Context: an optimization exercise on an open-source flow, tuned for small area, a short achievable clock period and few clock cycles per item. The choices shown serve that exercise and are no tape-out recipe. Only simulation tests tie the RTL to the original design; equivalence was not proved.

==> config.mk <==
export PLATFORM = sky130hd
export DESIGN_NAME = wire_model
export DESIGN_NICKNAME = wire_model
export VERILOG_FILES = /design/flow/design.v
export SDC_FILE = /design/flow/constraint.sdc
export NUM_CORES = 4
export LEC_CHECK = 0
export CAP_MARGIN = 20
export CORE_MARGIN = 2
export CORE_UTILIZATION = 40
export PLACE_DENSITY = 0.6
export SLEW_MARGIN = 20
==> constraint.sdc <==
create_clock -name core_clock -period 33.0 [get_ports {clk}]
set_input_delay 6.6000 -clock core_clock [delete_from_list [all_inputs] [get_ports {clk}]]
set_output_delay 6.6000 -clock core_clock [all_outputs]
set_load 0.01 [all_outputs]
==> design.v <==
module wire_model (
    input  wire        clk,
    input  wire        rst,
    input  wire        cfg_we,
    input  wire [3:0]  cfg_ch,
    input  wire [15:0] cfg_k,
    input  wire [15:0] cfg_alpha,
    input  wire [15:0] cfg_tlim,
    input  wire        clr,
    input  wire [3:0]  clr_ch,
    input  wire        s_valid,
    output wire        s_ready,
    input  wire [3:0]  s_ch,
    input  wire [15:0] s_irms,
    input  wire [15:0] s_tref,
    output reg         r_valid,
    output reg  [3:0]  r_ch,
    output reg  [31:0] r_dt,
    output reg  [16:0] r_temp,
    output reg         r_warn,
    output reg         r_latch,
    output reg         r_cool,
    output reg         r_trip
);
    localparam [15:0] K_DEFAULT     = 16'd892;
    localparam [15:0] ALPHA_DEFAULT = 16'd559;
    localparam [15:0] TLIM_DEFAULT  = 16'd2000;
    reg [15:0] k_mem     [0:15];
    reg [15:0] alpha_mem [0:15];
    reg [15:0] tlim_mem  [0:15];
    reg [31:0] dt_mem    [0:15];
    reg [15:0] warn;
    reg [15:0] latch;
    reg [15:0] cool;
    assign s_ready = 1'b1;
    wire accept = s_valid & s_ready;
    wire [15:0] k     = k_mem[s_ch];
    wire [15:0] alpha = alpha_mem[s_ch];
    wire [15:0] tlim  = tlim_mem[s_ch];
    wire [31:0] dt    = dt_mem[s_ch];
    wire [31:0] i_sq   = s_irms * s_irms;
    wire [47:0] ss_raw = i_sq * k;
    wire [41:0] ss_q22 = ss_raw[47:6];
    wire [31:0] ss     = (|ss_q22[41:32]) ? 32'hFFFF_FFFF : ss_q22[31:0];
    wire signed [32:0] diff   = $signed({1'b0, ss}) - $signed({1'b0, dt});
    wire signed [49:0] prod   = diff * $signed({1'b0, alpha});
    wire signed [25:0] step   = prod[49:24];
    wire        [31:0] dt_new = dt + {{6{step[25]}}, step};
    wire signed [16:0] margin = $signed({tlim[15], tlim}) - $signed({s_tref[15], s_tref});
    wire signed [39:0] dt_s   = $signed({8'd0, dt_new});
    wire signed [39:0] th_lim  = {{5{margin[16]}}, margin, 18'd0};
    wire signed [39:0] th_warn = th_lim - 40'sd41943040;    
    wire signed [39:0] th_wclr = th_lim - 40'sd50331648;    
    wire signed [39:0] th_cool = th_lim - 40'sd83886080;    
    wire hit      = dt_s >= th_lim;
    wire warn_hi  = dt_s >= th_warn;
    wire warn_lo  = dt_s <  th_wclr;
    wire cool_ok  = dt_s <= th_cool;
    wire clr_s     = clr & (clr_ch == s_ch);
    wire latch_eff = latch[s_ch] & ~clr_s;
    wire cool_eff  = cool[s_ch] | (latch[s_ch] & clr_s);
    wire warn_nx  = warn[s_ch] ? ~warn_lo : warn_hi;
    wire latch_nx = latch_eff | hit;
    wire cool_nx  = cool_eff & ~cool_ok;
    wire trip_nx  = hit & ~latch_eff;
    wire [16:0] temp_nx = $signed({s_tref[15], s_tref}) + $signed({3'b000, dt_new[31:18]});
    integer i;
    always @(posedge clk) begin
        if (rst) begin
            for (i = 0; i < 16; i = i + 1) begin
                k_mem[i]     <= K_DEFAULT;
                alpha_mem[i] <= ALPHA_DEFAULT;
                tlim_mem[i]  <= TLIM_DEFAULT;
                dt_mem[i]    <= 32'd0;
            end
            warn    <= 16'd0;
            latch   <= 16'd0;
            cool    <= 16'd0;
            r_valid <= 1'b0;
            r_ch    <= 4'd0;
            r_dt    <= 32'd0;
            r_temp  <= 17'd0;
            r_warn  <= 1'b0;
            r_latch <= 1'b0;
            r_cool  <= 1'b0;
            r_trip  <= 1'b0;
        end else begin
            if (cfg_we) begin
                k_mem[cfg_ch]     <= cfg_k;
                alpha_mem[cfg_ch] <= cfg_alpha;
                tlim_mem[cfg_ch]  <= cfg_tlim;
            end
            if (clr) begin
                latch[clr_ch] <= 1'b0;
                if (latch[clr_ch])
                    cool[clr_ch] <= 1'b1;
            end
            r_valid <= accept;
            if (accept) begin
                dt_mem[s_ch] <= dt_new;
                warn[s_ch]   <= warn_nx;
                latch[s_ch]  <= latch_nx;
                cool[s_ch]   <= cool_nx;
                r_ch    <= s_ch;
                r_dt    <= dt_new;
                r_temp  <= temp_nx;
                r_warn  <= warn_nx;
                r_latch <= latch_nx;
                r_cool  <= cool_nx;
                r_trip  <= trip_nx;
            end
        end
    end
endmodule
==> run.sh <==
#!/bin/bash
# synth_recipe.tcl (not shown) runs the flow's synth.tcl, then flattens the netlist and writes it again
# the make line also repeats each setting of config.mk as NAME=value (left out here)
make -C /OpenROAD-flow-scripts/flow DESIGN_CONFIG=/design/flow/config.mk WORK_HOME=/design/flow/orfs CLKGATE_MAP_FILE= SYNTH_SCRIPT=/design/flow/synth_recipe.tcl finish
==> run summary <==
* Worst EP arrival at 32620 ps
* Area Growth Syn to Fin at 10.5%
* Final hold vios at 0
* Clk sinks at ~1400
* Asr flop ratio synth at 0%
* Reg clk slew, reported paths at roughly 70 ps
* IO Pins at 156
* Die area at about 0.27 mm2
* Min cycle time layout at ~32000 ps
* Max Clk Rate at between 30 and 40 MHz
* Fin crit share at 96.7%
* Number of vias in the routed layout at 74243
* Unrepaired setup endpoints after global routing: yes
* Seq cells post-synth at 1386
* Clock buffer depth at 3
* Main synth FF type: edfxtp_1
* Commonest cells after routing, fill and taps aside: inv_1 (1404), edfxtp_1 (1280), fa_1 (1069)
* Util after Layout at between 40% and 50%
* Syn_area_per_cell at 11.2 um2
* HP Class: reg -> reg
* H-tree depth at 4
* Seq/Total Area, Yosys at 37.5%
* Root Driver: clkbuf_16
* Vias/cell at 5.55
* GR met3 Demand/Resource at ~3.6%
* Rows at 191
* CTS Buf Count at 134
* Cell Area, Synth at roughly 0.11 mm2
* Clock Skew at roughly 31 ps
* Post-Synthesis Cells at 9658
* Synth unique cells at 107
* Outcome: timing/DRC/antenna clean
* CP max-delay cell: fa_1
* Most frequent CP cell: fa_1
* Core ar. at 0.270 mm2
* Post-Layout Inst Area at about 0.12 mm2
* Critical Path Fanout Max at 10
* Critical Path End Type: flip-flop
* Worst-margin pin slew at between 1000 and 1500 ps
* Remaining DRCs at 0
* DP Area at 0.115 mm2
* Met1 Use GR at 32.0%
* Grt peak-use layer: met2
* Sequential cell area at 0.0406 mm2
* Crit path required time at between 30000 and 40000 ps
* Worst skew pair latency at 790 ps
* Final setup viols at 0
* CTS tree: built
* Commonest non-fill, non-tap cell in the layout: inv_1
* Worst slew margin at between 20 and 25%
* Total global routing overflow at 0
* Iteration-0 DRC Markers at about 7000
* Starting Density at approximately 40%
* DR WL/cell at 24.2 um
* Port bufs at 154
* Placed Cells at between 10000 and 15000
* Startpoint types: primary input
* Routed Antenna Nets at 0
* Layout Cells excl Fill at 13389
* Chip height at 524 um
* Maxcap violations at 0
* Final WL at between 300000 and 400000 um
* Post-synth EDFFs at 1280
* Global-route wire length before repair at 488000 um
* Initial antenna violation count at 29
* Largest net degree at the start of global routing at 90
* Total GRT Usage at 23.7%
* Vias in the first global route at ~77000
* Dpl hpwl at approximately 220000 um
* Met2 usage in global routing at 39.4%
* Largest stage delay on the critical path at approximately 560 ps
* Area of the multi-input gates at about 0.06 mm2
* Fill count at 25019
* Nets at 11352
* Layout cells sized above 1 at 11.8%
* Final hold slack at ~460 ps
* Pre-CTS setup slack at -211 ps
* GPL Wtd Cong at 0.910
* First-pass detailed-route iteration total at 5
* Die Wd at about 520 um
* Setup TNS at 0 ps
* Yosys warns at 1
* Post-Syn Nets at about 11000
* Crit Path Class: in -> reg
* Max Transition Viols Final at 0
* Final worst setup slack at 1100 ps
==> cell usage after synthesis (106+ instances only) <==
| library cell | number | share of area, % |
|---|---|---|
| a21oi_1 | 204 | 0.94 |
| clkbuf_1 | 486 | 1.7 |
| or3_1 | 247 | 1.4 |
| and2_1 | 633 | 3.7 |
| dfxtp_1 | 106 | 2.0 |
| nor2_1 | 1043 | 3.6 |
| fa_1 | 1069 | 20 |
| ha_1 | 472 | 5.5 |
| inv_1 | 1405 | 4.9 |
| nand2_1 | 824 | 2.9 |
| nand2b_1 | 126 | 0.73 |
| edfxtp_1 | 1280 | 36 |
| xnor2_1 | 132 | 1.1 |
| mux4_2 | 405 | 8.4 |
==> per-layer routing <==
layer	routed length (um)	vias up
met5	77	-
met4	11000	12
met3	23900	581
met2	156000	2984
met1	133000	38440
li1	-	32226
==> flip-flops by register name, summed over array words and instances (netlist names), 4 cells and up <==
name / count
r_dt: 32
alpha_mem: 256
tlim_mem: 256
warn: 16
latch: 16
k_mem: 256
cool: 16
dt_mem: 512
r_temp: 17
r_ch: 4
==> worst max-delay path, delay by kind of cell <==
kind / cells / cell delay, ps
compound gates: 30 / 7000
simple gates: 17 / 3270
buf+inv: 23 / 2620
fa+ha+maj: 27 / 12120
xor+xnor: 4 / 1030
==> layout make-up <==
class	instances	share of cell area, %
multi-input combinational	6278	50.8
sequential	1386	33.9
inverter	1412	4.43
tap	3570	3.74
timing repair buffer	502	3.57
clock buffer	169	3.00
clock inverter	66	0.539
antenna	6	0.0126
==> worst paths after layout <==
| path | from | end | slack, ps | cells after the start |
|---|---|---|---|---|
| worst max-delay path | s_irms[2] | latch[15]$_SDFF_PP0_ | 1100 | 101 |
| worst max register to register | k_mem[13][4]$_SDFFCE_PN1P_ | latch[15]$_SDFF_PP0_ | 10710 | 81 |
| worst min-delay path | r_temp[11]$_SDFFE_PP0P_ | r_temp[11]$_SDFFE_PP0P_ | 460 | 2 |
| worst min register to register | r_temp[11]$_SDFFE_PP0P_ | r_temp[11]$_SDFFE_PP0P_ | 460 | 2 |
==> kinds of logic (layout without fill, tap and decap cells) <==
logic type	Yosys count	in the layout	share of synthesized area, %
other	1	7	0.00346
adder cells (fa/ha/maj)	1543	1543	25.2
buffers and inverters	1994	2149	7.02
AO/OA/AOI/OAI	800	800	5.11
XOR/XNOR	223	223	1.87
flip-flops	1386	1386	37.5
AND/OR/NAND/NOR	3258	3258	14.4
multiplexers	453	453	8.89
==> repair_timing <==
item / 4_1_cts / 5_1_grt
endpoints found under the setup margin: 0 / 62
setup buffers: 0 / 2
gates resized for setup: 0 / 38
hold buffers: 0 / 0
Testbench counts, summed over its fixed seeds: cycles 16,392, samples 16,384.

-- static timing again, ports no longer ideal --
No port has a modelled driver above. Below, the same layout with a new extraction and two added sets of constraints. Step 1 assumes that a clkbuf_16 drives the clock port and a buf_2 every other input. Step 2 moves the port delays by t, midway between the first and last clock arrival at a register: inputs arrive t later, outputs are due t later. That takes back most of the time a late clock gives input paths. Slacks: ideal ports / drivers / drivers and shift; pairs: ideal ports / drivers.
t (ns): 0.859
slack for setup (ns): 1.095 / 1.136 / 0.278
worst hold slack (ns): 0.464 / 0.464 / 0.464
worst setup path after step 2: input to register
latest minus earliest clock arrival (ns): 0.031 / 0.031
After both steps this run still meets setup and hold. For this run, drivers alone change the setup slack by +0.041 ns; drivers and shift together by -0.817 ns.
